Source: an optimization exercise on an open RTL-to-GDS flow (aim: small area). Production flows keep margins and buffers that such runs may drop.
In this exercise RTL edits were held to simulation tests only and were not proved equivalent to the original.
No activity file was given, so power comes from the tool's default toggle rates.

==> flow/design.v, too long to show whole: its modules and the start of the top module <==
// module bp_exec: 538 lines
// module bp_mul: 758 lines
module bp_exec (
    input  wire         clk,
    input  wire         rst,           
    input  wire         in_valid,
    input  wire [127:0] in_insn,
    input  wire [15:0]  in_opa,        
    input  wire [15:0]  in_opb,        
    input  wire [15:0]  in_opc,        
    input  wire [15:0]  in_opd,        
    output reg          out_valid,
    output reg          out_we,        
    output reg  [15:0]  out_data,
    output reg          out_ext,       
    output reg          out_lat3,      
    output reg          out_heavy,     
    output reg          out_illegal,   
    output reg          out_format,    
    output reg          out_tap,       
    output reg          out_chk,       
    output reg  [3:0]   out_rd,        
    output reg  [3:0]   out_rdbit      
);
  // ...
==> flow/flow/run.sh <==
#!/bin/bash
# Own layout flow: the standard ORFS flow (standard.sh) with
#  - synthesis by flow/synth.tcl (standard synthesis, area-oriented mapping),
#  - port buffers of the smallest buffer cell (every port still buffered).
# The whole make output goes to flow_make.log; ORFS's per-step logs stay in
# orfs/logs.
set -euo pipefail
W=$(pwd)
bash standard.sh "SYNTH_SCRIPT=$W/flow/synth.tcl" \
    "BUFFER_PORTS_ARGS=-buffer_cell sky130_fd_sc_hd__buf_1" \
    finish > "$W/flow_make.log" 2>&1
==> flow/flow/area.abc <==
strash
&get -n
&deepsyn -T 60 -t
&put
dch -f
amap -F 2 -A 8
strash
&get -n
&deepsyn -T 60 -t -S 7
&put
dch -f
amap -F 2 -A 8
topo
==> flow/flow/synth.tcl <==
set my_dir [file dirname [file normalize [info script]]]
proc synth {args} { yosys synth -nofsm -noshare -noabc {*}$args }
proc extract_fa {args} { yosys extract_fa -fa {*}$args }
proc abc {args} {
  global my_dir
  set i [lsearch -exact $args -script]
  if {$i >= 0} { set args [lreplace $args [expr {$i+1}] [expr {$i+1}] $my_dir/area.abc] }
  yosys abc {*}$args
}
source $::env(SCRIPTS_DIR)/synth.tcl
# left out here: clear keep_hierarchy, flatten, clean up, hide names made inside functions, write 1_2_yosys.v
==> flow/standard.sh <==
#!/bin/bash
# synth_recipe.tcl (not shown) runs the flow's synth.tcl, then flattens the netlist and writes it again
# the make line also repeats each setting of config.mk as NAME=value (left out here)
make -C /OpenROAD-flow-scripts/flow DESIGN_CONFIG=/design/flow/config.mk WORK_HOME=/design/flow/orfs CLKGATE_MAP_FILE= SYNTH_SCRIPT=/design/flow/synth_recipe.tcl "${@:-finish}"
==> flow/config.mk <==
export PLATFORM = sky130hd
export DESIGN_NAME = bp_exec
export DESIGN_NICKNAME = bp_exec
export VERILOG_FILES = /design/flow/design.v
export SDC_FILE = /design/flow/constraint.sdc
export NUM_CORES = 4
export LEC_CHECK = 0
export CAP_MARGIN = 20
export CORE_MARGIN = 2
export CORE_UTILIZATION = 40
export CTS_BUF_LIST = sky130_fd_sc_hd__clkbuf_4
export GPL_TIMING_DRIVEN = 0
export SETUP_SLACK_MARGIN = 0.3
export SLEW_MARGIN = 20
==> flow/constraint.sdc <==
create_clock -name core_clock -period 18.0 [get_ports {clk}]
set_input_delay 3.6000 -clock core_clock [delete_from_list [all_inputs] [get_ports {clk}]]
set_output_delay 3.6000 -clock core_clock [all_outputs]
set_load 0.01 [all_outputs]
==> summary.txt, run 1 <==
* Most frequent cells in the layout: 520 x nor2_1, 242 x fa_1, 216 x buf_1
* Met1 Usage GRT at between 60% and 70%
* Seq pwr at around 210 uW
* Worst EP arrival at approximately 18,000 ps
* TritonCTS sink count at between 60 and 70
* Unrepaired setup endpoints after global routing: no
* DRC at 0
* DRT Pass-1 Iters at 9
* # diodes at 3
* Number of global-route vias before repair at between 15,000 and 20,000
* Total CTS buffers at 9
* Hold buffers post-CTS at 0
* Die Y-Extent at slightly below 200 microns
* Root Buffer: clkbuf_4
* Layout area overhead at 12.2%
* CP endpoint kind: flop
* Floorplan core area at approximately 37,000 sq um
* Worst path required time at 18,270 ps
* FP Rows at 70
* Part of the power in registers at a little under a tenth
* WS Path Type: primary input to flop
* Syn Nets at 2,415
* Pre-CTS setup slack at between 30 and 40 ps
* Status: finished clean
* Final hold viol count at 0
* Synth top area share at around 33%
* Worst path max stage delay at between 1000 and 1500 ps
* Levels on crit path at 32
* Minimum clock period at approximately 18,000 ps
* Worst path top cell family by delay: adder cells
* Type of the tightest min-delay check: flop to flop
* Synth Flop Type: dfxtp_1
* Most common cell in the netlist: nor2_1
* Fraction of area in multi-input gates at a little under 80%
* Top sig layer: met5
* Buf/Inv on CP at 3
* Fraction of cell area in non-clock buffers at ~6%
* Max-Cap Viols at 0
* Hold Crit Start: s1_rdbit[0]
* Gr ovfl total at 0
* Simple-gate share of the synthesized area at around 23%
* Hold Path End: out_rdbit[0]
* Layout cells sized above 1 at just over 3%
==> module bp_exec, before the edit <==
module bp_exec (
    input  wire         clk,
    input  wire         rst,           
    input  wire         in_valid,
    input  wire [127:0] in_insn,
    input  wire [15:0]  in_opa,        
    input  wire [15:0]  in_opb,        
    input  wire [15:0]  in_opc,        
    input  wire [15:0]  in_opd,        
    output reg          out_valid,
    output reg          out_we,        
    output reg  [15:0]  out_data,
    output reg          out_ext,       
    output reg          out_lat3,      
    output reg          out_heavy,     
    output reg          out_illegal,   
    output reg          out_format,    
    output reg          out_tap,       
    output reg          out_chk,       
    output reg  [3:0]   out_rd,        
    output reg  [3:0]   out_rdbit      
);
    wire [5:0]  opc   = in_insn[127:122];
    wire        f_tap = in_insn[121];
    wire        f_chk = in_insn[120];
    wire [1:0]  f_rsv = in_insn[119:118];
    wire [7:0]  aux   = in_insn[117:110];
    wire [15:0] imm   = in_insn[109:94];
    wire [5:0]  sub   = in_insn[93:88];
    wire [21:0] src_a = in_insn[87:66];
    wire [21:0] src_b = in_insn[65:44];
    wire [21:0] src_c = in_insn[43:22];
    wire [21:0] src_d = in_insn[21:0];
    localparam [5:0] OP_NOP    = 6'h00, OP_LUT4  = 6'h01, OP_LUT4E = 6'h02,
                     OP_GMUX   = 6'h03, OP_RED   = 6'h04, OP_CONST = 6'h05,
                     OP_ADD    = 6'h10, OP_ADDC  = 6'h11, OP_SUB   = 6'h12,
                     OP_SUBB   = 6'h13, OP_AND   = 6'h14, OP_OR    = 6'h15,
                     OP_XOR    = 6'h16, OP_WLUT2 = 6'h17, OP_SHL   = 6'h18,
                     OP_SHR    = 6'h19, OP_SAR   = 6'h1A, OP_ROT   = 6'h1B,
                     OP_CMPEQ  = 6'h1C, OP_CMPLTU= 6'h1D, OP_CMPLTS= 6'h1E,
                     OP_MUX2W  = 6'h1F, OP_INS   = 6'h20, OP_EXT   = 6'h21,
                     OP_SEXT   = 6'h22, OP_CAT8  = 6'h23, OP_MUL   = 6'h28,
                     OP_MULH   = 6'h29, OP_BRD   = 6'h2A, OP_BWR   = 6'h2B,
                     OP_DREQ   = 6'h2C, OP_DWR   = 6'h2D, OP_DGET  = 6'h2E,
                     OP_XOUT   = 6'h30, OP_XIN   = 6'h31, OP_QPUSH = 6'h32,
                     OP_QPOP   = 6'h33, OP_QSTAT = 6'h34, OP_SYNC  = 6'h38,
                     OP_CHECK  = 6'h39, OP_SREQ  = 6'h3A, OP_FINISH= 6'h3B;
    reg [3:0] dep16;
    reg [2:0] dep8;
    integer i, k;
    always @* begin
        dep16 = 4'b0000;
        dep8  = 3'b000;
        for (k = 0; k < 4; k = k + 1)
            for (i = 0; i < 16; i = i + 1)
                if (imm[i] != imm[i ^ (1 << k)])
                    dep16[k] = 1'b1;
        for (k = 0; k < 3; k = k + 1)
            for (i = 0; i < 8; i = i + 1)
                if (imm[i] != imm[i ^ (1 << k)])
                    dep8[k] = 1'b1;
    end
    reg        reserved;
    reg [5:0]  sub_mask;
    reg [7:0]  aux_mask;
    reg [15:0] imm_mask;
    reg [3:0]  rd;        
    reg [3:0]  rdbit;     
    reg        ext;       
    reg        handled;   
    reg [2:0]  xpath;
    reg [2:0]  lane;
    always @* begin
        reserved = 1'b0;
        sub_mask = 6'h00;
        aux_mask = 8'h00;
        imm_mask = 16'h0000;
        rd       = 4'b0000;
        rdbit    = 4'b0000;
        ext      = 1'b0;
        handled  = 1'b0;
        xpath    = aux[7:5];
        lane     = aux[4:2];
        case (opc)
            OP_NOP: ;
            OP_LUT4: begin
                handled  = 1'b1;
                imm_mask = 16'hFFFF;
                rd       = dep16;
                rdbit    = dep16;
            end
            OP_LUT4E: begin
                handled  = 1'b1;
                reserved = (sub > 6'd1);
                sub_mask = 6'h3F;
                imm_mask = 16'h00FF;
                rd       = {1'b1, dep8};
                rdbit    = {1'b1, dep8};
            end
            OP_GMUX: begin
                ext      = 1'b1;
                reserved = (sub > 6'd1) || (aux[7:4] == 4'h0);
                sub_mask = 6'h3F;
                aux_mask = 8'hFF;
                imm_mask = (aux[3:0] == 4'h0) ? 16'h07FF : 16'h0000;
                rd       = 4'b1111;
                rdbit    = (sub == 6'd1) ? 4'b0000 : 4'b1111;
            end
            OP_RED: begin
                handled  = 1'b1;
                reserved = (sub[1:0] == 2'd3);
                sub_mask = 6'h1F;
                imm_mask = 16'hFFFF;
                case (sub[4:3])
                    2'd0: rd = 4'b0001;
                    2'd1: rd = 4'b0011;
                    2'd2: rd = 4'b0111;
                    default: rd = 4'b1111;
                endcase
            end
            OP_CONST: begin
                handled  = 1'b1;
                imm_mask = 16'hFFFF;
            end
            OP_ADD, OP_SUB: begin
                handled  = 1'b1;
                reserved = (sub > 6'd2);
                sub_mask = 6'h3F;
                imm_mask = 16'h000F;
                rd       = 4'b0011;
            end
            OP_ADDC, OP_SUBB: begin
                handled  = 1'b1;
                reserved = (sub > 6'd2);
                sub_mask = 6'h3F;
                imm_mask = 16'h000F;
                rd       = 4'b0111;
                rdbit    = 4'b0100;
            end
            OP_AND, OP_OR, OP_XOR, OP_CAT8: begin
                handled  = 1'b1;
                reserved = (sub > 6'd3);
                sub_mask = 6'h3F;
                rd       = 4'b0011;
            end
            OP_WLUT2: begin
                handled  = 1'b1;
                imm_mask = 16'h000F;
                rd       = 4'b0011;
            end
            OP_SHL, OP_SHR: begin
                handled  = 1'b1;
                reserved = (sub > 6'd3);
                sub_mask = 6'h3F;
                imm_mask = sub[0] ? 16'h0000 : 16'h000F;
                rd       = {1'b0, sub[1], sub[0], 1'b1};
            end
            OP_SAR, OP_ROT: begin
                handled  = 1'b1;
                reserved = (sub > 6'd1);
                sub_mask = 6'h3F;
                imm_mask = sub[0] ? 16'h0000 : 16'h000F;
                rd       = {1'b0, 1'b0, sub[0], 1'b1};
            end
            OP_CMPEQ, OP_CMPLTU, OP_CMPLTS: begin
                handled  = 1'b1;
                reserved = (sub > 6'd3);
                sub_mask = 6'h3F;
                rd       = {1'b0, sub[1], 2'b11};
                rdbit    = {1'b0, sub[1], 2'b00};
            end
            OP_MUX2W: begin
                handled  = 1'b1;
                rd       = 4'b0111;
                rdbit    = 4'b0100;
            end
            OP_INS: begin
                handled  = 1'b1;
                imm_mask = 16'h00FF;
                rd       = 4'b0011;
            end
            OP_EXT: begin
                handled  = 1'b1;
                imm_mask = 16'h00FF;
                rd       = 4'b0001;
            end
            OP_SEXT: begin
                handled  = 1'b1;
                imm_mask = 16'h000F;
                rd       = 4'b0001;
            end
            OP_MUL: begin
                handled  = 1'b1;
                rd       = 4'b0011;
            end
            OP_MULH: begin
                handled  = 1'b1;
                reserved = (sub > 6'd3);
                sub_mask = 6'h3F;
                rd       = 4'b0011;
            end
            OP_BRD: begin
                ext      = 1'b1;
                reserved = (sub > 6'd2);
                sub_mask = 6'h3F;
                aux_mask = 8'h0F;
                imm_mask = (sub == 6'd0) ? 16'h0000 : 16'h7FFF;
                rd       = {3'b000, sub != 6'd1};
            end
            OP_BWR: begin
                ext      = 1'b1;
                reserved = (sub[1:0] == 2'd3);
                sub_mask = 6'h07;
                aux_mask = 8'h0F;
                imm_mask = (sub[1:0] == 2'd0) ? 16'h0000 : 16'h7FFF;
                rd       = {1'b0, sub[2], 1'b1, sub[1:0] != 2'd1};
                rdbit    = {1'b0, sub[2], 2'b00};
            end
            OP_DREQ: begin
                ext      = 1'b1;
                aux_mask = 8'h0F;
                rd       = 4'b0011;
            end
            OP_DWR: begin
                ext      = 1'b1;
                reserved = (sub > 6'd1);
                sub_mask = 6'h3F;
                aux_mask = 8'h0F;
                imm_mask = 16'h000F;
                rd       = {sub[0], 3'b111};
                rdbit    = {sub[0], 3'b000};
            end
            OP_DGET: begin
                ext      = 1'b1;
                reserved = (sub > 6'd1);
                sub_mask = 6'h3F;
                aux_mask = 8'h0F;
                imm_mask = 16'h000F;
            end
            OP_XOUT: begin
                ext      = 1'b1;
                reserved = (xpath == 3'd7) ||
                           (xpath == 3'd0 && sub[1:0] == 2'd3) ||
                           (xpath != 3'd0 && sub[1:0] != 2'd0);
                sub_mask = 6'h07;
                aux_mask = 8'hFF;
                imm_mask = 16'h7FFF;
                rd       = {2'b00, sub[2], 1'b1};
                rdbit    = {2'b00, sub[2], 1'b0};
            end
            OP_XIN: begin
                ext      = 1'b1;
                aux_mask = 8'h1F;
            end
            OP_QPUSH, OP_QPOP: begin
                ext      = 1'b1;
                reserved = (lane == 3'd3 && sub > 6'd1) || (lane > 3'd4);
                sub_mask = (lane == 3'd3) ? 6'h3F : 6'h00;
                aux_mask = 8'h1F;
                rd       = {2'b00, lane == 3'd3 && sub[0], opc == OP_QPUSH};
                rdbit    = {2'b00, lane == 3'd3 && sub[0], 1'b0};
            end
            OP_QSTAT: begin
                ext      = 1'b1;
                aux_mask = 8'h03;
            end
            OP_SYNC: begin
                ext      = 1'b1;
                reserved = (sub > 6'd1);
                sub_mask = 6'h3F;
                aux_mask = 8'h03;
                rd       = 4'b0001;
            end
            OP_CHECK: begin
                ext      = 1'b1;
                reserved = (sub > 6'd3);
                sub_mask = 6'h3F;
                imm_mask = 16'hFFFF;
                rd       = {2'b00, sub[0], 1'b1};
                rdbit    = {2'b00, sub[0], 1'b1};
            end
            OP_SREQ: begin
                ext      = 1'b1;
                reserved = (sub > 6'd1);
                sub_mask = 6'h3F;
                imm_mask = 16'h00FF;
                rd       = {2'b00, sub[0], 1'b1};
                rdbit    = 4'b0001;
            end
            OP_FINISH: begin
                ext      = 1'b1;
                reserved = (sub > 6'd1);
                sub_mask = 6'h3F;
                imm_mask = 16'hFFFF;
                rd       = {2'b00, sub[0], 1'b1};
                rdbit    = 4'b0001;
            end
            default: reserved = 1'b1;
        endcase
    end
    wire [21:0] src [0:3];
    assign src[0] = src_a;
    assign src[1] = src_b;
    assign src[2] = src_c;
    assign src[3] = src_d;
    reg src_bad;
    integer j;
    always @* begin
        src_bad = 1'b0;
        for (j = 0; j < 4; j = j + 1) begin
            if (!rd[j] && src[j] != 22'd0)
                src_bad = 1'b1;
            if (rd[j] && !rdbit[j] && src[j][3:0] != 4'd0)
                src_bad = 1'b1;
        end
    end
    wire format = !reserved &&
                  ((f_rsv != 2'b00) ||
                   ((sub & ~sub_mask) != 6'd0) ||
                   ((aux & ~aux_mask) != 8'd0) ||
                   ((imm & ~imm_mask) != 16'd0) ||
                   (opc == OP_NOP && f_chk) ||
                   src_bad);
    wire [15:0] wa = in_opa;
    wire [15:0] wb = in_opb;
    wire [15:0] wc = in_opc;
    wire [15:0] wd = in_opd;
    wire [3:0] ba_idx = opc[5] ? imm[3:0] : src_a[3:0];
    wire ba = wa[ba_idx];
    wire bb = wb[src_b[3:0]];
    wire bc = wc[src_c[3:0]];
    wire bd = wd[src_d[3:0]];
    wire g_lo   = (opc[5:4] == 2'b00);           
    wire g_mid  = (opc[5:4] == 2'b01);           
    wire g_hi   = opc[5];                        
    wire g_arith = g_mid && (opc[3:2] == 2'b00);  
    wire g_logic = g_mid && (opc[3:2] == 2'b01);  
    wire g_shift = g_mid && (opc[3:2] == 2'b10);  
    wire g_cmp   = g_mid && (opc[3:2] == 2'b11);  
    wire       lut_r    = imm[{bd & ~opc[1], bc, bb, ba}];
    wire       lut4e_en = bd ^ sub[0];
    wire        red_e1 = (sub[4:3] != 2'd0);
    wire        red_e2 = sub[4];
    wire        red_e3 = (sub[4:3] == 2'd3);
    wire [15:0] red_b  = wb & {16{red_e1}};
    wire [15:0] red_c  = wc & {16{red_e2}};
    wire [15:0] red_d  = wd & {16{red_e3}};
    wire [15:0] red_o  = wa | red_b | red_c | red_d;
    wire [15:0] red_a  = wa & (wb | {16{~red_e1}}) & (wc | {16{~red_e2}}) &
                         (wd | {16{~red_e3}});
    wire [15:0] red_x  = wa ^ red_b ^ red_c ^ red_d;
    wire        red_or  = |(red_o & imm);
    wire        red_and = &(red_a | ~imm);
    wire        red_xor = ^(red_x & imm);
    wire        red_r   = (sub[1] ? red_xor : sub[0] ? red_or : red_and) ^ sub[2];
    wire        ad_inv = g_cmp | opc[1];
    wire        ad_cin = ad_inv ^ (~g_cmp & opc[0] & bc);
    wire [15:0] ad_y   = wb ^ {16{ad_inv}};
    wire [16:0] ad_c;
    wire [15:0] ad_s;
    assign ad_c[0] = ad_cin;
    genvar gi;
    generate
        for (gi = 0; gi < 16; gi = gi + 1) begin : g_add
            assign ad_s[gi]   = wa[gi] ^ ad_y[gi] ^ ad_c[gi];
            assign ad_c[gi+1] = (wa[gi] & ad_y[gi]) | (wa[gi] & ad_c[gi]) |
                                (ad_y[gi] & ad_c[gi]);
        end
    endgenerate
    wire [3:0]  ad_top = g_cmp ? 4'd15 : imm[3:0];
    wire        c_w    = ad_c[{1'b0, ad_top} + 5'd1];
    wire        c_wm   = ad_c[ad_top];
    wire        ad_co  = c_w ^ ad_inv;
    wire        ad_ov  = c_w ^ c_wm;
    wire        ad_flag = sub[1] ? ad_ov : ad_co;
    wire [15:0] th_lo;
    generate
        for (gi = 0; gi < 16; gi = gi + 1) begin : g_th
            assign th_lo[gi] = (gi <= imm[3:0]);
        end
    endgenerate
    wire eq  = (ad_s == 16'd0);
    wire ltu = ad_co;
    wire lts = ad_co ^ wa[15] ^ wb[15];
    wire cmp_b = (opc[1:0] == 2'd0) ? eq : (opc[1] ? lts : ltu);
    wire cmp_t = sub[1] ? ((opc[1:0] == 2'd0) ? (cmp_b & bc) : (cmp_b | (eq & bc))) : cmp_b;
    wire cmp_r = cmp_t ^ sub[0];
    reg  [3:0] lt;
    always @* begin
        if (opc[3]) begin
            lt = bc ? 4'b1100 : 4'b1010;              
        end else begin
            case (opc[1:0])
                2'd0: lt = 4'b1000;                   
                2'd1: lt = 4'b1110;                   
                2'd2: lt = 4'b0110;                   
                default: lt = imm[3:0];               
            endcase
            if (opc[1:0] != 2'd3) begin
                if (sub[1]) lt = {lt[1:0], lt[3:2]};
                if (sub[0]) lt = ~lt;
            end
        end
    end
    reg [15:0] lut2_r;
    always @* begin
        for (i = 0; i < 16; i = i + 1)
            lut2_r[i] = lt[{wb[i], wa[i]}];
    end
    wire        sh_left = g_shift ? ~(opc[1] ^ opc[0]) : (opc[1:0] == 2'd0);   
    wire        sh_rot  = g_shift & opc[1] & opc[0];
    wire        sh_sar  = g_shift & opc[1] & ~opc[0];
    wire [4:0]  sh_n    = (g_shift & sub[0]) ? wb[4:0] : {1'b0, imm[3:0]};
    wire        sh_big  = sh_n[4] & ~sh_rot;
    wire [15:0] sh_f    = sh_rot ? wa : (sub[1] & g_shift) ? wc : 16'h0000;
    wire        sh_sext = g_hi & opc[1];                  
    wire        sh_fill = sh_sar | sh_sext;
    wire        sh_sign = sh_sext ? ba : (sh_sar & wa[15]);
    wire [15:0] sh_lw   = g_hi ? wb : wa;            
    reg  [15:0] w_lo, w_hi;
    always @* begin
        if (sh_left) begin
            w_hi = sh_big ? sh_f : sh_lw;
            w_lo = sh_big ? 16'h0000 : sh_f;
        end else begin
            w_hi = sh_fill ? {16{sh_sign}} : sh_big ? 16'h0000 : sh_f;
            w_lo = (sh_big | sh_sext) ? (sh_fill ? {16{sh_sign}} : sh_f) : wa;
        end
    end
    wire [3:0]  sh_k  = sh_n[3:0] ^ {4{sh_left}};
    wire [30:0] sh_w  = sh_left ? {w_hi, w_lo[15:1]} : {w_hi[14:0], w_lo};
    wire [22:0] sh_w8 = sh_k[3] ? sh_w[30:8]  : sh_w[22:0];
    wire [18:0] sh_w4 = sh_k[2] ? sh_w8[22:4] : sh_w8[18:0];
    wire [16:0] sh_w2 = sh_k[1] ? sh_w4[18:2] : sh_w4[16:0];
    wire [15:0] sh_o  = sh_k[0] ? sh_w2[16:1] : sh_w2[15:0];
    wire [4:0]  f_hi = {1'b0, opc[0] ? 4'd0 : imm[3:0]} +
                       {1'b0, opc[1] ? 4'd15 : imm[7:4]};
    wire [15:0] f_le;    
    wire [15:0] f_ge;    
    generate
        for (gi = 0; gi < 16; gi = gi + 1) begin : g_fm
            assign f_le[gi] = (gi <= f_hi);
            if (gi == 15)
                assign f_ge[gi] = opc[0] | ~(opc[1] & th_lo[15]);
            else
                assign f_ge[gi] = opc[0] | ~(opc[1] ? th_lo[gi] : th_lo[gi+1]);
        end
    endgenerate
    wire [15:0] f_sel   = f_le & f_ge;
    wire [15:0] field_r = (f_sel & sh_o) | (~f_sel & wa & {16{~opc[0]}});
    wire [15:0] cat8_r = {sub[1] ? wb[15:8] : wb[7:0], sub[0] ? wa[15:8] : wa[7:0]};
    wire [31:0] mul_p;
    wire        mul_c16;
    bp_mul u_mul (.a(wa), .b(wb), .sa(sub[0]), .sb(sub[1]), .p(mul_p),
                  .carry16(mul_c16));
    wire        mulh_inc = g_hi & opc[3] & opc[0] & mul_c16;
    reg [15:0] word_r;
    always @* begin
        if (g_hi) begin
            if (opc[3])
                word_r = opc[0] ? mul_p[31:16] : mul_p[15:0];
            else
                word_r = (opc[1:0] == 2'd3) ? cat8_r : field_r;
        end else if (g_lo) begin
            word_r = imm;                                    
        end else case (opc[3:2])
            2'd0:    word_r = ad_s & th_lo;                  
            2'd1:    word_r = lut2_r;                        
            2'd2:    word_r = sh_o;                          
            default: word_r = lut2_r;                        
        endcase
    end
    reg bit_r;
    reg is_bit;
    always @* begin
        if (g_lo) begin
            is_bit = !(opc[2] & opc[0]);
            bit_r  = opc[2] ? red_r : lut_r;
        end else if (g_arith) begin
            is_bit = (sub[1:0] != 2'd0);
            bit_r  = ad_flag;
        end else begin
            is_bit = g_cmp & ~(opc[1] & opc[0]);
            bit_r  = cmp_r;
        end
    end
    wire [15:0] result = is_bit ? {15'd0, bit_r} : word_r;
    wire we = handled && !reserved && !(opc == OP_LUT4E && !lut4e_en);
    reg         s1_valid, s1_we, s1_ext, s1_lat3, s1_heavy, s1_illegal;
    reg         s1_format, s1_tap, s1_chk, s1_inc;
    reg [15:0]  s1_data;
    reg [3:0]   s1_rd, s1_rdbit;
    always @(posedge clk) begin
        if (rst)
            s1_valid <= 1'b0;
        else
            s1_valid <= in_valid;
        s1_we      <= we;
        s1_data    <= result;
        s1_inc     <= mulh_inc;
        s1_ext     <= ext && !reserved;
        s1_lat3    <= !reserved && (opc == OP_MUL || opc == OP_MULH ||
                                    opc == OP_BRD || opc == OP_QPOP);
        s1_heavy   <= (opc >= OP_MUL) && (opc <= OP_DGET);
        s1_illegal <= reserved;
        s1_format  <= format;
        s1_tap     <= f_tap && !reserved;
        s1_chk     <= f_chk && !reserved && (opc != OP_NOP);
        s1_rd      <= reserved ? 4'b0000 : rd;
        s1_rdbit   <= reserved ? 4'b0000 : rdbit;
    end
    wire [16:0] s1_ic;
    wire [15:0] s1_data_inc;
    assign s1_ic[0] = s1_inc;
    generate
        for (gi = 0; gi < 16; gi = gi + 1) begin : g_inc
            assign s1_data_inc[gi] = s1_data[gi] ^ s1_ic[gi];
            assign s1_ic[gi+1]     = s1_data[gi] & s1_ic[gi];
        end
    endgenerate
    always @(posedge clk) begin
        if (rst)
            out_valid <= 1'b0;
        else
            out_valid <= s1_valid;
        out_we      <= s1_we;
        out_data    <= s1_data_inc;
        out_ext     <= s1_ext;
        out_lat3    <= s1_lat3;
        out_heavy   <= s1_heavy;
        out_illegal <= s1_illegal;
        out_format  <= s1_format;
        out_tap     <= s1_tap;
        out_chk     <= s1_chk;
        out_rd      <= s1_rd;
        out_rdbit   <= s1_rdbit;
    end
endmodule
==> run 2, diff against run 1 <==
--- a/flow/design.v
+++ b/flow/design.v
@@ -350,8 +350,8 @@
                          (wd | {16{~red_e3}});
     wire [15:0] red_x  = wa ^ red_b ^ red_c ^ red_d;
-    wire        red_or  = |(red_o & imm);
-    wire        red_and = &(red_a | ~imm);
+    wire [15:0] red_z   = sub[0] ? red_o : ~red_a;
+    wire        red_oz  = |(red_z & imm);
     wire        red_xor = ^(red_x & imm);
-    wire        red_r   = (sub[1] ? red_xor : sub[0] ? red_or : red_and) ^ sub[2];
+    wire        red_r   = (sub[1] ? red_xor : (red_oz ^ ~sub[0])) ^ sub[2];
     wire        ad_inv = g_cmp | opc[1];
     wire        ad_cin = ad_inv ^ (~g_cmp & opc[0] & bc);
==> run 2 against run 1 <==
Still clean on timing, DRC and antenna. Flip-flop and latch count unchanged. Register-to-register slack got worse by 90 ps. Via count decreased by 0.28%. Core utilization about the same. Clock power decreased by 14%. Cell count increased by 1.4%. Largest power group unchanged.
==> summary.txt, run 2 <==
* Most common cell in the netlist: nor2_1
* CTS resizes at 0
* Synth Warn # at 1
* Max Slew Vio Count at 0
* Floorplan core area at 36,700 sq um (+0.24%)
* Biggest regs: out_data x16, s1_data x16
* Period utilization at a little over 90%
* GRT Overall Usage at 48.3%
* Slew @ Worst Pin at approximately 1300 ps
* Antenna violations before repair at 2
* Number of synthesized flops with an enable pin at 0
* H-tree level count at 3
* Clk buf depth at 2
* Asr flop ratio synth at 0%
* Number of setup buffers added after CTS at 0
* Clock Skew at about 7.4 ps
* Synth Register Bits at 67
* Final setup viols at 0
* Combinational fraction of design power at a little under nine tenths
* Hold buffers post-CTS at 0 (unchanged)
* Non-filler cells, final at ~2,700
* Routed Antenna Nets at 0
* Total power at between 1.5 and 2 mW
* Worst path slowest cell: clkinv_1
* Final hold viol count at 0 (unchanged)
* Syn Nets at 2,455 (+1.7%)
* Iteration-0 DRC Markers at around 2,900
* # fillers at around 3,800
* Power density cells at ~120 nW/um^2
* Lkg Pwr at between 5 and 6 nW
* Most area-consuming cells after synthesis: fa_1 32%, nor2_1 14%, dfxtp_1 9.0%
* FP Rows at 70 (unchanged)
* Final RePlAce weighted congestion at 1.07
* Synth top area share at 32.4% (-0.16 points)
* CTS tree: built
* Final Cell Area at approximately 17,000 sq um
* Layout area overhead at 11.8%
* Worst path required time at 18,210 ps (-60 ps)
* Clock power share at 4.2%
* Clk Latency, worst-skew pair at roughly 400 ps
* Overall die width at a little under 200 microns
* Layout cells sized above 1 at 3.17% (+0.12 points)
* Routed vias/inst at roughly 7.2
* Post-DP HPWL at 69,900 microns
* NetSw at roughly 1.1 mW
* CP Launch Type: primary input
* Global route hottest layer: met2
* Status: finished clean
* Unrepaired setup endpoints after global routing: no
* DP Cell Count at 2,724
* CP endpoint kind: flop
* Cell Area, Synth at ~15,000 sq um
* Setup slack after layout at ~1200 ps
* Setup TNS Final at 0 ps
* Die Y-Extent at 197 microns (+0.23%)
* Switching share of power at a little under three fifths
* Max VDD drop at roughly 0.17 mV
* Power Internal at just under 900 uW
* Max transition margin at between 10% and 20%
* Starting Density at approximately two fifths
* Part of the power in registers at 10.4% (+1.2 points)
* Type of the tightest min-delay check: flop to flop
* Sequential area share after synthesis at approximately 9.0%
* Layout net count at about 2,700
* Minimum clock period at 16,790 ps (-727 ps)
* Total CTS buffers at 9 (unchanged)
* Syn Inst Count at approximately 2,000
* Maximum fanout along the worst path at 16
* DRC at 0 (unchanged)
* Met1 Usage GRT at 60.6% (-0.16 points)
* Pre-CTS setup slack at 1030 ps (+990 ps)
* Number of global-route vias before repair at 19,344 (+3.5%)
* First-pass GRT wire length at around 130,000 microns
* Worst path max stage delay at 1000 ps (-300 ps)
* Post-synth top cells: 577 x nor2_1, 242 x fa_1, 179 x clkinv_1
* Root Buffer: clkbuf_4
* Met2 GRT Util at between 60% and 70%
* Commonest non-fill, non-tap cell in the layout: nor2_1
* Via Count at between 15,000 and 20,000
* Avg Inst Size Synth at about 7.4 sq um
* TritonCTS sink count at 67 (unchanged)
* Worst EP arrival at 17,000 ps (-790 ps)
* Largest net degree at the start of global routing at 33
* CP dominant cell by count: fa_1
* Most frequent cells in the layout: 573 x nor2_1, 242 x fa_1, 220 x buf_1
* Max-Cap Viols at 0 (unchanged)
* Final WL at ~95,000 microns
* Placed inst area at about 17,000 sq um
* Wire length per cell at roughly 35 microns
* Max Fclk at approximately 0.060 GHz
* DRT Pass-1 Iters at 13 (+4)
* Synth Flop Type: dfxtp_1
* Clk slew on worst S/H paths at 110 ps
* Gr ovfl total at 0 (unchanged)
* Port bufs at 227
* Die Area at around 39,000 sq um
* WS Path Type: primary input to flop
* I/O pins at ~230
* Synth unique cells at 50
* M3 GR Usage at about 16%
* Post-synth top area cell: fa_1
run 2: cell count changes after synthesis, sizes merged, moves of 9 or more:
cell / delta
o221ai: +11
nand2: -21
o32ai: -10
nor2: +51
a21oi: +29
nor4: +9
o22ai: -32
nor3: +16
a22oi: +11
run 2: critical path, delay by kind of cell:
kind / cells / cell delay, ps
buf+inv: 4 / 2200
fa+ha+maj: 19 / 9120
simple gates: 2 / 120
compound gates: 6 / 1920
run 2: cell type report:
type | count | area (sq um) | area share [%]
multi-input cells | 1772 | 13000 | 77.7
flip-flops and latches | 67 | 1340 | 8.02
repair buffers | 238 | 983 | 5.88
inverters | 179 | 702 | 4.19
well taps | 468 | 586 | 3.50
clock buffers | 9 | 67.6 | 0.404
clock inverters | 7 | 50.0 | 0.299
diodes | 1 | 2.50 | 0.0150
run 2: power groups by stage:
| stage | logic, mW | clock network [mW] | registers (mW) |
|---|---|---|---|
| 2_1_floorplan | 0.967 | 0 | 0.214 |
| 3_3_place_gp | 1.59 | 0 | 0.206 |
| 3_5_place_dp | 1.62 | 0 | 0.207 |
| 4_1_cts | 1.62 | 0.0852 | 0.204 |
| 5_1_grt | 1.80 | 0.0917 | 0.209 |
| 6_report | 1.68 | 0.0835 | 0.203 |
run 2: final timing paths:
path	depth (start not counted)	from	to	slack (ps)
worst min register to register	0	s1_rdbit[3]	out_rdbit[3]	340
worst max register to register	10	s1_inc	out_data[15]	15670
worst min-delay path	0	s1_rdbit[3]	out_rdbit[3]	340
worst max-delay path	31	in_insn[89]	s1_data[15]	1210
run 2: cell families (layout without fill, tap and decap cells):
logic type	count (synthesis)	count (layout)	synth area share, %
AO/OA/AOI/OAI	670	670	29.8
XOR/XNOR	2	2	0.117
adder cells (fa/ha/maj)	242	242	32.4
buffers and inverters	179	433	4.49
flip-flops	67	67	8.96
other	0	1	0
AND/OR/NAND/NOR	858	858	24.2
run 2: through the flow:
| step | utilization [%] | hold WS (ps) |
|---|---|---|
| after global routing | 45.6 | 334 |
| after floorplan | - | 310 |
| after CTS | 45.6 | 336 |
| final | 45.6 | 337 |
| after detailed placement | 45.3 | 312 |
| after global placement | 44.7 | 310 |
run 2: routing by layer:
metal | part of all wire, % | wire length, microns | vias up
met1 | 36 | 34300 | 9516
met4 | 8.6 | 8140 | 6
met2 | 41 | 39100 | 1769
li1 | - | - | 7957
met5 | 0.10 | 95 | -
met3 | 14 | 13400 | 482
==> run 3, diff against run 2 <==
--- a/flow/design.v
+++ b/flow/design.v
@@ -447,5 +447,5 @@
         end
     endgenerate
-    wire [15:0] f_sel   = f_le & f_ge;
+    wire [15:0] f_sel   = (f_le & f_ge) | {16{~opc[5]}};    
     wire [15:0] field_r = (f_sel & sh_o) | (~f_sel & wa & {16{~opc[0]}});
     wire [15:0] cat8_r = {sub[1] ? wb[15:8] : wb[7:0], sub[0] ? wa[15:8] : wa[7:0]};
@@ -467,5 +467,5 @@
             2'd0:    word_r = ad_s & th_lo;                  
             2'd1:    word_r = lut2_r;                        
-            2'd2:    word_r = sh_o;                          
+            2'd2:    word_r = field_r;                       
             default: word_r = lut2_r;                        
         endcase
==> run 3 against run 2 <==
Still clean. Critical path depth decreased by 2. Via count decreased by 5.3%. Combinational power increased by 14%. Count of clock-buffer cells in the layout increased by 2. Critical path type unchanged. Largest cell class unchanged. Largest power group unchanged.
==> summary.txt, run 3 <==
* Most area-consuming cells after synthesis: fa_1 33%, nor2_1 13%, dfxtp_1 9.2%
* Status: finished clean
* Worst path slowest cell: nor2_1
* Syn Inst Count at 1,913 (-5.2%)
* Number of synthesized flops with an enable pin at 0 (unchanged)
* Period utilization at 97.6% (+4.3 points)
* Adder-cell area share of the yosys netlist at 33.4% (+0.98 points)
* Maximum fanout along the worst path at 36 (+20)
* Sequential area share after synthesis at 9.23% (+0.27 points)
* Main combinational cell family by area after synthesis: adder cells
* Clk buf depth at 2 (unchanged)
* Largest net degree at the start of global routing at 37 (+12%)
* Routed vias/inst at 7.10 (-1.3%)
* Routed Antenna Nets at 0 (unchanged)
* Synth unique cells at 50 (unchanged)
* Synth Register Bits at 67 (unchanged)
* Layout cells sized above 1 at 2.68% (-0.49 points)
* Total power at 2.22 mW (+13%)
* Layout net count at 2,602 (-3.8%)
* Max transition margin at 13.1% (+2.6 points)
* CP dominant cell by count: fa_1
* Final hold viol count at 0 (unchanged)
* TritonCTS sink count at 67 (unchanged)
* Power density cells at 136 nW/um^2 (+16%)
* Max Slew Vio Count at 0 (unchanged)
* Cell Area, Synth at 14,500 sq um (-2.9%)
* Starting Density at 40.7% (about the same)
* Avg Inst Size Synth at 7.59 sq um (+2.4%)
* Synth top area share at 33.4% (+0.98 points)
* Wire length per cell at 33.2 microns (-4.2%)
* Post-synth top area cell: fa_1
* Most common cell in the netlist: nor2_1
* Type of the tightest min-delay check: flop to flop
* DP Cell Count at 2,613 (-4.1%)
* DRT Pass-1 Iters at 10 (-3)
* Post-DP HPWL at 64,900 microns (-7.1%)
* CP Launch Type: primary input
* Final Cell Area at 16,400 sq um (-2.2%)
* Clock Skew at 6.22 ps (-1.15 ps)
* Port bufs at 227 (unchanged)
* Clk Latency, worst-skew pair at 400 ps (about the same)
* CP endpoint kind: flop
* Worst path required time at 18,240 ps (+30 ps)
* Lkg Pwr at 5.81 nW (-1.7%)
* Via Count at 18,693 (-5.3%)
* Synth Area in Compound Gates at 31.3% (+1.5 points)
* Minimum clock period at 17,570 ps (+783 ps)
* Gr ovfl total at 0 (unchanged)
* Max Fclk at 0.0569 GHz (-4.5%)
* GRT Overall Usage at 45.1% (-3.2 points)
* Root Buffer: clkbuf_4
* Synth Warn # at 1 (unchanged)
* Commonest non-fill, non-tap cell in the layout: nor2_1
* Max VDD drop at 0.505 mV (+190%)
* I/O pins at 228 (unchanged)
* Unrepaired setup endpoints after global routing: no
* Simple-gate share of the synthesized area at 21.9% (-2.3 points)
* Area share of xor/xnor cells in the synthesized design at 0.0603% (-0.057 points)
* Clk slew on worst S/H paths at 100 ps (about the same)
* Antenna violations before repair at 6 (+4)
* Slew @ Worst Pin at 1300 ps (-38.8 ps)
* # fillers at 3,680 (-3.8%)
* Post-synth top cells: 514 x nor2_1, 242 x fa_1, 160 x clkinv_1
* Non-filler cells, final at 2,632 (-4.0%)
* Synth Flop Type: dfxtp_1
* Max-Cap Viols at 0 (unchanged)
* Asr flop ratio synth at 0% (unchanged)
* Iteration-0 DRC Markers at 3,056 (+4.7%)
* Final RePlAce weighted congestion at 1.02 (-4.0%)
* Worst path max stage delay at 1100 ps (+100 ps)
* Die Area at 37,900 sq um (-2.9%)
* Final setup viols at 0 (unchanged)
* Worst EP arrival at 17,810 ps (+810 ps)
* Total CTS buffers at 9 (unchanged)
* Final WL at 87,400 microns (-8.0%)
* CTS tree: built
* Most frequent cells in the layout: 506 x nor2_1, 242 x fa_1, 222 x buf_1
* DRC at 0 (unchanged)
* Number of global-route vias before repair at 18,157 (-6.1%)
* Mux share of post-synthesis cell area at 0% (unchanged)
* Biggest regs: out_data x16, s1_data x16
* WS Path Type: primary input to flop
* Layout area overhead at 12.6%
* Placed inst area at 16,200 sq um (-2.6%)
* FP Rows at 69 (-1.4%)
* Overall die width at 195 microns (-1.4%)
* Floorplan core area at 35,700 sq um (-2.8%)
* H-tree level count at 3 (unchanged)
* Die Y-Extent at 195 microns (-1.4%)
* Syn Nets at 2,350 (-4.3%)
* First-pass GRT wire length at 124,000 microns (-7.8%)
[run 3: cell types whose count changed after synthesis, moves of 11 or more]
| cell | delta |
|---|---|
| nand3_1 | -13 |
| nand2_1 | +19 |
| a21oi_1 | -11 |
| nor3_1 | -17 |
| o21ai_0 | +17 |
| clkinv_1 | -19 |
| a222oi_1 | +18 |
| o22ai_1 | +27 |
| a22oi_1 | -13 |
| nor2_1 | -63 |
[run 3: path summary, 6_finish.rpt]
path / start / end / slack (ps) / depth (start not counted)
worst min register to register: s1_heavy / out_heavy / 330 / 0
worst min-delay path: s1_heavy / out_heavy / 330 / 0
worst max-delay path: in_insn[88] / s1_data[14] / 430 / 29
worst max register to register: s1_inc / out_data[15] / 15750 / 10
[run 3: final cells by class]
cell class              count  area [sq um]  share of cell area, %
diodes                      3          7.51                 0.0459
inverters                 160           613                   3.75
multi-input cells        1686         12600                   77.2
clock buffers              11          82.6                  0.505
repair buffers            241          1060                   6.49
clock inverters             3          41.3                  0.252
flip-flops and latches     67          1340                   8.20
well taps                 461           577                   3.53
[run 3: critical path, delay by kind of cell]
family	cells	cell delay, ps
adders and majority gates	19	9300
and+or+nand+nor	4	2250
AOI/OAI and AO/OA	3	750
buffers and inverters	3	1850
[run 3: cells by family (layout without fill, tap and decap cells)]
| kind of cell | count (synthesis) | count (layout) |
|---|---|---|
| compound gates | 678 | 678 |
| flops | 67 | 67 |
| other cells | 0 | 3 |
| buf+inv | 160 | 415 |
| simple gates | 765 | 765 |
| xor+xnor | 1 | 1 |
| fa+ha+maj | 242 | 242 |
[run 3: timing repair]
action / 4_1_cts / 5_1_grt
buffers inserted: 0 / 0
hold buffers: 0 / 0
gates resized for setup: 0 / 1
setup endpoints to repair: 0 / 2
[run 3: through the flow]
stage | TNS (ps) | setup WS [ps] | hold WS (ps) | util (%)
3_5_place_dp | 0 | 218 | 312 | 45.4
5_1_grt | 0 | 397 | 346 | 45.9
4_1_cts | 0 | 638 | 334 | 45.7
6_report | 0 | 429 | 329 | 45.9
3_3_place_gp | -2200 | -899 | 311 | 44.7
2_1_floorplan | 0 | 2610 | 310 | -
[run 3: per-layer routing]
metal  vias to the layer above  global-route usage [%]  wire [microns]
met4                         4                    27.3            6310
met3                       373                    15.3           13200
met1                      8963                    57.5           31700
li1                       7621                       -               -
met5                         -                       0              22
met2                      1732                    66.1           36200
[run 3: report_power, final]
part | internal, mW | switching [mW] | leakage, nW
Combinational | 0.716 | 1.20 | 5.19
Sequential | 0.192 | 0.0166 | 0.556
Clock | 0.0436 | 0.0486 | 0.0665
==> run 4, diff against run 3 <==
==> flow/flow/area.abc (replaced) <==
strash
&get -n
&deepsyn -T 60 -t
&put
dch -f
amap -F 4 -A 16 -E 0.0001
strash
&get -n
&deepsyn -T 60 -t -S 7
&put
dch -f
amap -F 4 -A 16 -E 0.0001
strash
&get -n
&deepsyn -T 60 -t -S 13
&put
dch -f
amap -F 4 -A 16 -E 0.0001
topo
--- a/flow/config.mk
+++ b/flow/config.mk
@@ -8,5 +8,5 @@
 export CAP_MARGIN = 20
 export CORE_MARGIN = 2
-export CORE_UTILIZATION = 40
+export CORE_UTILIZATION = 50
 export CTS_BUF_LIST = sky130_fd_sc_hd__clkbuf_4
 export GPL_TIMING_DRIVEN = 0
==> run 4 against run 3 <==
Sequential share of layout area about the same. Fmax decreased by 0.38%. Cell count decreased by 3.9%. Largest cell class unchanged. Highest routed layer unchanged.
==> summary.txt, run 4 <==
* Minimum clock period at 17,640 ps (+66.3 ps)
* Total CTS buffers at 9 (unchanged)
* Floorplan core area at 28,700 sq um (-20%)
* # fillers at 2,753 (-25%)
* Worst path top cell family by delay: adder cells
* Synth Warn # at 1 (unchanged)
* Worst R2R End: out_data[15]
* Combinational fraction of design power at 84.8% (-1.6 points)
* Clk slew on worst S/H paths at 100 ps (about the same)
* CP Launch Type: primary input
* Maximum fanout along the worst path at 21 (-42%)
* Syn Inst Count at 1,891 (-1.2%)
* Max VDD drop at 0.349 mV (-31%)
* Lkg Pwr at 5.72 nW (-1.5%)
* WS Path Type: primary input to flop
* Worst hold margin at 337 ps (+7.97 ps)
* Unrepaired setup endpoints after global routing: no
* Clock power share at 5.8% (+1.6 points)
* Die Area at 30,600 sq um (-19%)
* Asr flop ratio synth at 0% (unchanged)
* Clk Latency, worst-skew pair at 450 ps (+50 ps)
* Largest net degree at the start of global routing at 30 (-19%)
* Type of the tightest min-delay check: flop to flop
* FF-to-FF Start: s1_inc
* Port bufs at 227 (unchanged)
* Most area-consuming cells after synthesis: fa_1 33%, nor2_1 12%, dfxtp_1 9.2%
* Max Fclk at 0.0567 GHz (-0.38%)
* Antenna violations before repair at 4 (-2)
* Worst path max stage delay at 1310 ps (+210 ps)
* Status: finished clean
* Sequential area share after synthesis at 9.20% (-0.039 points)
* Worst EP arrival at 17,920 ps (+110 ps)
* First-pass GRT wire length at 118,000 microns (-5.3%)
* Worst path required time at 18,290 ps (+50 ps)
* Via Count at 19,208 (+2.8%)
* Max Slew Vio Count at 0 (unchanged)
* DRC at 0 (unchanged)
* Synth top area share at 33.2% (-0.14 points)
* Final WL at 81,600 microns (-6.7%)
* Clk buf depth at 2 (unchanged)
* Syn Nets at 2,328 (-0.94%)
* Max transition margin at 10.8% (-2.3 points)
* Iteration-0 DRC Markers at 3,584 (+17%)
* Gr ovfl total at 0 (unchanged)
* Most frequent cells in the layout: 477 x nor2_1, 242 x fa_1, 221 x buf_1
* Part of the power in registers at 9.4% (about the same)
* Post-synth top area cell: fa_1
* GRT Overall Usage at 52.2% (+7.1 points)
* TritonCTS sink count at 67 (unchanged)
* FF-to-FF setup slack at 15,640 ps (-110 ps)
* R2R depth at 10 (unchanged)
* Number of global-route vias before repair at 18,599 (+2.4%)
* Die Y-Extent at 175 microns (-10%)
* FP Rows at 62 (-10%)
* Period utilization at 98.0% (+0.37 points)
* Commonest non-fill, non-tap cell in the layout: nor2_1
* Starting Density at 50.8% (+10 points)
* Buf/Inv on CP at 3 (unchanged)
* Routed Antenna Nets at 0 (unchanged)
* Most common cell in the netlist: nor2_1
* Final RePlAce weighted congestion at 1.10 (+7.7%)
* Max-Cap Viols at 0 (unchanged)
* Layout net count at 2,576 (-1.0%)
* CP dominant cell by count: fa_1
* Final setup viols at 0 (unchanged)
* Root Buffer: clkbuf_4
* CP endpoint kind: flop
* Routed vias/inst at 7.60 (+6.9%)
* Area of the multi-input gates at 12,700 sq um (+0.38%)
* Avg Inst Size Synth at 7.71 sq um (+1.6%)
* Post-synth top cells: 482 x nor2_1, 242 x fa_1, 168 x o21ai_0
* Total power at 2.22 mW (+0.12%)
* H-tree level count at 3 (unchanged)
* Overall die width at 175 microns (-10%)
* Final hold viol count at 0 (unchanged)
* Number of synthesized flops with an enable pin at 0 (unchanged)
* Worst path slowest cell: clkinv_1
* Layout area overhead at 11.8%
* Switching share of power at 55.5% (-1.6 points)
* Post-DP HPWL at 59,200 microns (-8.8%)
* Slew @ Worst Pin at 1340 ps (+34.9 ps)
* Hold buffers post-CTS at 0 (unchanged)
* Power density cells at 136 nW/um^2 (+0.44%)
* Layout cells sized above 1 at 2.33% (-0.34 points)
* Clock Skew at 10.1 ps (+3.91 ps)
* Power Internal at 989 uW (+3.8%)
* Biggest regs: out_data x16, s1_data x16
* Critical path startpoint: in_opb[9]
* CTS tree: built
* Levels on crit path at 33 (+14%)
* Setup crit end: s1_data[15]
* Cell Area, Synth at 14,600 sq um (+0.42%)
* I/O pins at 228 (unchanged)
* Synth Flop Type: dfxtp_1
* FF+latch area at 1340 sq um (unchanged)
* Wire length per cell at 32.2 microns (-2.9%)
* NetSw at 1.23 mW (-2.7%)
* Synth Register Bits at 67 (unchanged)
* Synth unique cells at 51 (+2.0%)
* DRT Pass-1 Iters at 14 (+4)
[run 4: cell types whose count changed in the layout (fill, tap and decap cells not counted), sizes merged, moves of 10 or more]
| cell | before | now |
|---|---|---|
| o22a | 17 | 32 |
| a22oi | 32 | 44 |
| nand3 | 9 | 19 |
| nor3 | 55 | 45 |
| nor2 | 514 | 482 |
| a31oi | 21 | 47 |
| o22ai | 138 | 101 |
| nand2 | 101 | 80 |
| a222oi | 36 | 46 |
| o21ai | 156 | 168 |
[run 4: logic make-up after synthesis]
logic type	share of synthesized area (%)
xor+xnor	0.0601
simple gates	20.5
flops	9.20
buf+inv	4.17
fa+ha+maj	33.2
compound gates	32.8
[run 4: what timing repair did]
| action | in CTS | in global routing |
|---|---|---|
| endpoints found under the setup margin | 0 | 2 |
| setup buffers | 0 | 0 |
| resized for setup | 0 | 2 |
[run 4: power groups by stage]
stage | sequential (mW) | clock [mW] | combinational (mW)
after global routing | 0.213 | 0.136 | 1.94
after floorplan | 0.220 | 0 | 0.969
after global placement | 0.210 | 0 | 1.72
final | 0.208 | 0.129 | 1.88
after detailed placement | 0.212 | 0 | 1.75
after CTS | 0.209 | 0.131 | 1.76
[run 4: worst min-delay path by stage]
stage / from / slack (ps) / cells past startpoint / end
6_report: s1_rdbit[0] / 340 / 0 / out_rdbit[0]
5_1_grt: s1_rdbit[2] / 340 / 0 / out_rdbit[2]
4_1_cts: s1_rdbit[2] / 330 / 0 / out_rdbit[2]
3_5_place_dp: s1_heavy / 310 / 0 / out_heavy
3_3_place_gp: s1_we / 310 / 0 / out_we
2_1_floorplan: s1_chk / 310 / 0 / out_chk
[run 4: cell type report]
| type | instances | area share, % |
|---|---|---|
| multi-input cells | 1662 | 77.8 |
| flip-flops and latches | 67 | 8.22 |
| repair buffers | 236 | 6.08 |
| inverters | 162 | 3.77 |
| well taps | 384 | 2.95 |
| clock inverters | 6 | 0.698 |
| clock buffers | 10 | 0.460 |
| repair inverters | 1 | 0.0307 |
| diodes | 1 | 0.0153 |
[run 4: routing by layer]
layer	wire (microns)	global-route usage [%]	up-vias
met4	7710	39.2	2
li1	-	-	7604
met1	26800	62.6	9013
met3	13900	21.8	584
met2	33100	74.4	2005
met5	13	0	-
[run 4: metrics by stage]
stage | instances | area [sq um] | util, % | worst slack (ps) | setup TNS [ps]
CTS | 2524 | 16200 | 56.4 | 346 | 0
global route | 2529 | 16300 | 56.8 | 392 | 0
finish | 2529 | 16300 | 56.8 | 363 | 0
global placement | 2502 | 15900 | 55.5 | -488 | -488
detailed placement | 2508 | 16000 | 55.8 | -87.8 | -87.8
floorplan | 1891 | 14600 | - | 2950 | 0
==> run 5, diff against run 4 <==
==> flow/flow/area.abc (replaced) <==
strash
&get -n
&deepsyn -J 25 -T 400 -t
&put
dch -f
amap -F 2 -A 8
topo
--- a/flow/config.mk
+++ b/flow/config.mk
@@ -8,6 +8,6 @@
 export CAP_MARGIN = 20
 export CORE_MARGIN = 2
-export CORE_UTILIZATION = 50
-export CTS_BUF_LIST = sky130_fd_sc_hd__clkbuf_4
+export CORE_UTILIZATION = 40
+export CTS_BUF_LIST = sky130_fd_sc_hd__clkbuf_8
 export GPL_TIMING_DRIVEN = 0
 export SETUP_SLACK_MARGIN = 0.3
==> run 5 against run 4 <==
Critical path depth unchanged. Still clean. Global-route usage down 5.1 points. Wire length up 13%. Count of clock-buffer cells in the layout unchanged.
==> summary.txt, run 5 <==
* Synth Flop Type: dfxtp_1
* Cell Area, Synth at 14,700 sq um (+0.57%)
* Iteration-0 DRC Markers at 3,266 (-8.9%)
* Clock Skew at 11.4 ps (+1.29 ps)
* Maximum fanout along the worst path at 21 (unchanged)
* Total power at 2.10 mW (-5.4%)
* Clk buf depth at 2 (unchanged)
* CP Launch Type: primary input
* Synth Area in Compound Gates at 31.2% (-1.6 points)
* Worst path slowest cell: clkinv_1
* Synth Register Bits at 67 (unchanged)
* Layout cells sized above 1 at 2.97% (+0.64 points)
* Port bufs at 227 (unchanged)
* Layout net count at 2,620 (+1.7%)
* Syn Nets at 2,370 (+1.8%)
* Worst hold margin at 324 ps (-12.8 ps)
* Number of global-route vias before repair at 18,310 (-1.6%)
* Number of setup buffers added after CTS at 0 (unchanged)
* DRC at 0 (unchanged)
* Unrepaired setup endpoints after global routing: no
* Hold Crit Start: s1_rd[1]
* Post-DP HPWL at 67,100 microns (+13%)
* Main combinational cell family by area after synthesis: adder cells
* WS Path Type: primary input to flop
* Avg Inst Size Synth at 7.59 sq um (-1.6%)
* Routed vias/inst at 7.27 (-4.3%)
* Max Slew Vio Count at 0 (unchanged)
* Adder-cell area share of the yosys netlist at 33.0% (-0.19 points)
* Mux share of post-synthesis cell area at 0% (unchanged)
* Synth unique cells at 50 (-2.0%)
* Root Buffer: clkbuf_8
* Clk slew on worst S/H paths at 70 ps (-30 ps)
* Minimum clock period at 17,320 ps (-322 ps)
* Post-synth top area cell: fa_1
* Power density cells at 127 nW/um^2 (-7.1%)
* Area share of xor/xnor cells in the synthesized design at 0.0597% (-0.00034 points)
* FP Rows at 70 (+13%)
* First-pass GRT wire length at 129,000 microns (+9.7%)
* Floorplan core area at 36,300 sq um (+27%)
* Worst EP arrival at 17,510 ps (-410 ps)
* Pre-CTS setup slack at 448 ps (+536 ps)
* Final Cell Area at 16,600 sq um (+1.8%)
* Biggest regs: out_data x16, s1_data x16
* Period utilization at 96.2% (-1.8 points)
* Die Area at 38,200 sq um (+25%)
* Type of the tightest min-delay check: flop to flop
* Number of synthesized flops with an enable pin at 0 (unchanged)
* Max transition margin at 12.0% (+1.3 points)
* Layout area overhead at 13.1%
* Max-Cap Viols at 0 (unchanged)
* Commonest non-fill, non-tap cell in the layout: nor2_1
* Post-synth top cells: 507 x nor2_1, 242 x fa_1, 172 x clkinv_1
* Worst path max stage delay at 1340 ps (+30 ps)
* Max Fclk at 0.0578 GHz (+1.9%)
* Synth Warn # at 1 (unchanged)
* I/O pins at 228 (unchanged)
* CTS resizes at 0 (unchanged)
* Total CTS buffers at 9 (unchanged)
* Antenna violations before repair at 5 (+1)
* Placed inst area at 16,300 sq um (+1.8%)
* Slew @ Worst Pin at 1320 ps (-18.9 ps)
* Status: finished clean
* Most frequent cells in the layout: 502 x nor2_1, 242 x fa_1, 211 x buf_1
* Most common cell in the netlist: nor2_1
* Overall die width at 196 microns (+12%)
* GRT Overall Usage at 47.1% (-5.1 points)
* Final WL at 91,900 microns (+13%)
* Worst path required time at 18,190 ps (-100 ps)
* Final RePlAce weighted congestion at 1.04 (-5.4%)
* Synth top area share at 33.0% (-0.19 points)
* Critical path startpoint: in_opb[9]
* TritonCTS sink count at 67 (unchanged)
* H-tree level count at 3 (unchanged)
* Setup slack after layout at 685 ps (+322 ps)
* Starting Density at 40.4% (-10 points)
* CTS tree: built
* FF-to-FF Start: s1_data[0]
* DRT Pass-1 Iters at 9 (-5)
* Most area-consuming cells after synthesis: fa_1 33%, nor2_1 13%, dfxtp_1 9.1%
* Wire length per cell at 34.6 microns (+7.2%)
* CP dominant cell by count: fa_1
* Die Y-Extent at 196 microns (+12%)
* Asr flop ratio synth at 0% (unchanged)
* Sequential area share after synthesis at 9.14% (-0.053 points)
* Syn Inst Count at 1,933 (+2.2%)
* Final setup viols at 0 (unchanged)
* Via Count at 19,336 (+0.67%)
* Gr ovfl total at 0 (unchanged)
* Hold buffers post-CTS at 0 (unchanged)
* Clk Latency, worst-skew pair at 360 ps (-90 ps)
* Lkg Pwr at 5.87 nW (+2.5%)
* Routed Antenna Nets at 0 (unchanged)
* Final hold viol count at 0 (unchanged)
* Max VDD drop at 0.171 mV (-51%)
* Largest net degree at the start of global routing at 36 (+20%)
* CP endpoint kind: flop
* Simple-gate share of the synthesized area at 22.2% (+1.7 points)
==> run 5: cell types whose count changed after synthesis, moves of 9 or more <==
| cell | delta |
|---|---|
| a221oi_1 | -9 |
| a222oi_1 | -13 |
| a31oi_1 | -14 |
| clkinv_1 | +10 |
| nand2_1 | +12 |
| nor2_1 | +25 |
| nor2b_1 | +9 |
| o21ai_0 | -24 |
| o22a_1 | -16 |
| o22ai_1 | +45 |
==> run 5: path summary, 6_finish.rpt <==
kind / endpoint / slack, ps / cells after the start
worst max-delay path: s1_data[15] / 680 / 33
worst min-delay path: out_rd[1] / 320 / 0
worst max register to register: out_data[15] / 15750 / 10
worst min register to register: out_rd[1] / 320 / 0
==> run 5: cell type report <==
class / instances / area, sq um
fill: 3766 / 19800
multi-input combinational: 1694 / 12700
sequential: 67 / 1340
timing repair buffer: 239 / 1080
inverter: 172 / 658
tap: 468 / 586
clock buffer: 10 / 138
clock inverter: 4 / 43.8
antenna: 5 / 12.5
==> run 5: where the power goes <==
group          internal (mW)  leakage [nW]  total, mW  switching [mW]
combinational          0.689          5.21       1.77            1.08
clock                 0.0652        0.0992      0.120          0.0545
sequential             0.193         0.556      0.209          0.0161
==> run 5: per-stage QoR <==
stage	setup TNS, ps	utilization [%]	std cells
floorplan	0	-	1933
finish	0	45.7	2659
CTS	0	45.3	2650
global placement	-2400	44.3	2628
detailed placement	0	44.8	2636
global route	0	45.6	2654
==> run 5: critical path: cells and delay by family <==
family	cells	cell delay [ps]
AOI/OAI and AO/OA	8	1440
buffers and inverters	3	2270
adders and majority gates	20	9610
and+or+nand+nor	2	560
==> run 5: cells by family after synthesis <==
logic type / Yosys count
and+or+nand+nor: 769
xor gates and xnor gates: 1
buffers and inverters: 172
AOI/OAI and AO/OA: 682
DFF: 67
adders and majority gates: 242
==> run 5: per-layer routing <==
layer,track usage [%],part of all wire [%],vias to the layer above
li1,-,-,7691
met1,60.6,36,9357
met2,68.0,41,1855
met3,17.5,16,431
met4,26.3,6.8,2
met5,0,0.013,-

[separate check: timing with driven ports]
No port has a modelled driver above. Below, the same layouts with a new extraction and two added sets of constraints. Step 1 assumes that a clkbuf_16 drives the clock port and a buf_2 every other input. Step 2 times the ports against the registers' clock, not the clock port: input delays grow and output delays shrink by t, the midpoint of the rising clock arrivals with the driver on. Slacks: ideal ports / drivers / drivers and shift; pairs: ideal ports / drivers.
run	t, ns	setup slack, ns	worst setup path at the end	latest minus earliest clock arrival (ns)	worst register clock-pin slew, ns
run 1	0.429	0.485 / 0.481 / 0.052	input to register	0.014 / 0.015	0.12 / 0.12
run 2	0.427	1.212 / 1.206 / 0.779	input to register	0.008 / 0.008	0.11 / 0.11
run 3	0.427	0.429 / 0.428 / 0.001	input to register	0.007 / 0.008	0.10 / 0.10
run 4	0.485	0.363 / 0.364 / -0.121	input to register	0.014 / 0.014	0.12 / 0.12
run 5	0.383	0.685 / 0.682 / 0.299	input to register	0.012 / 0.012	0.07 / 0.07
Met with ideal ports but missed after step 2: setup timing in run 4. For run 4, which loses most, drivers alone change the setup slack by +0.001 ns; drivers and shift together by -0.484 ns.
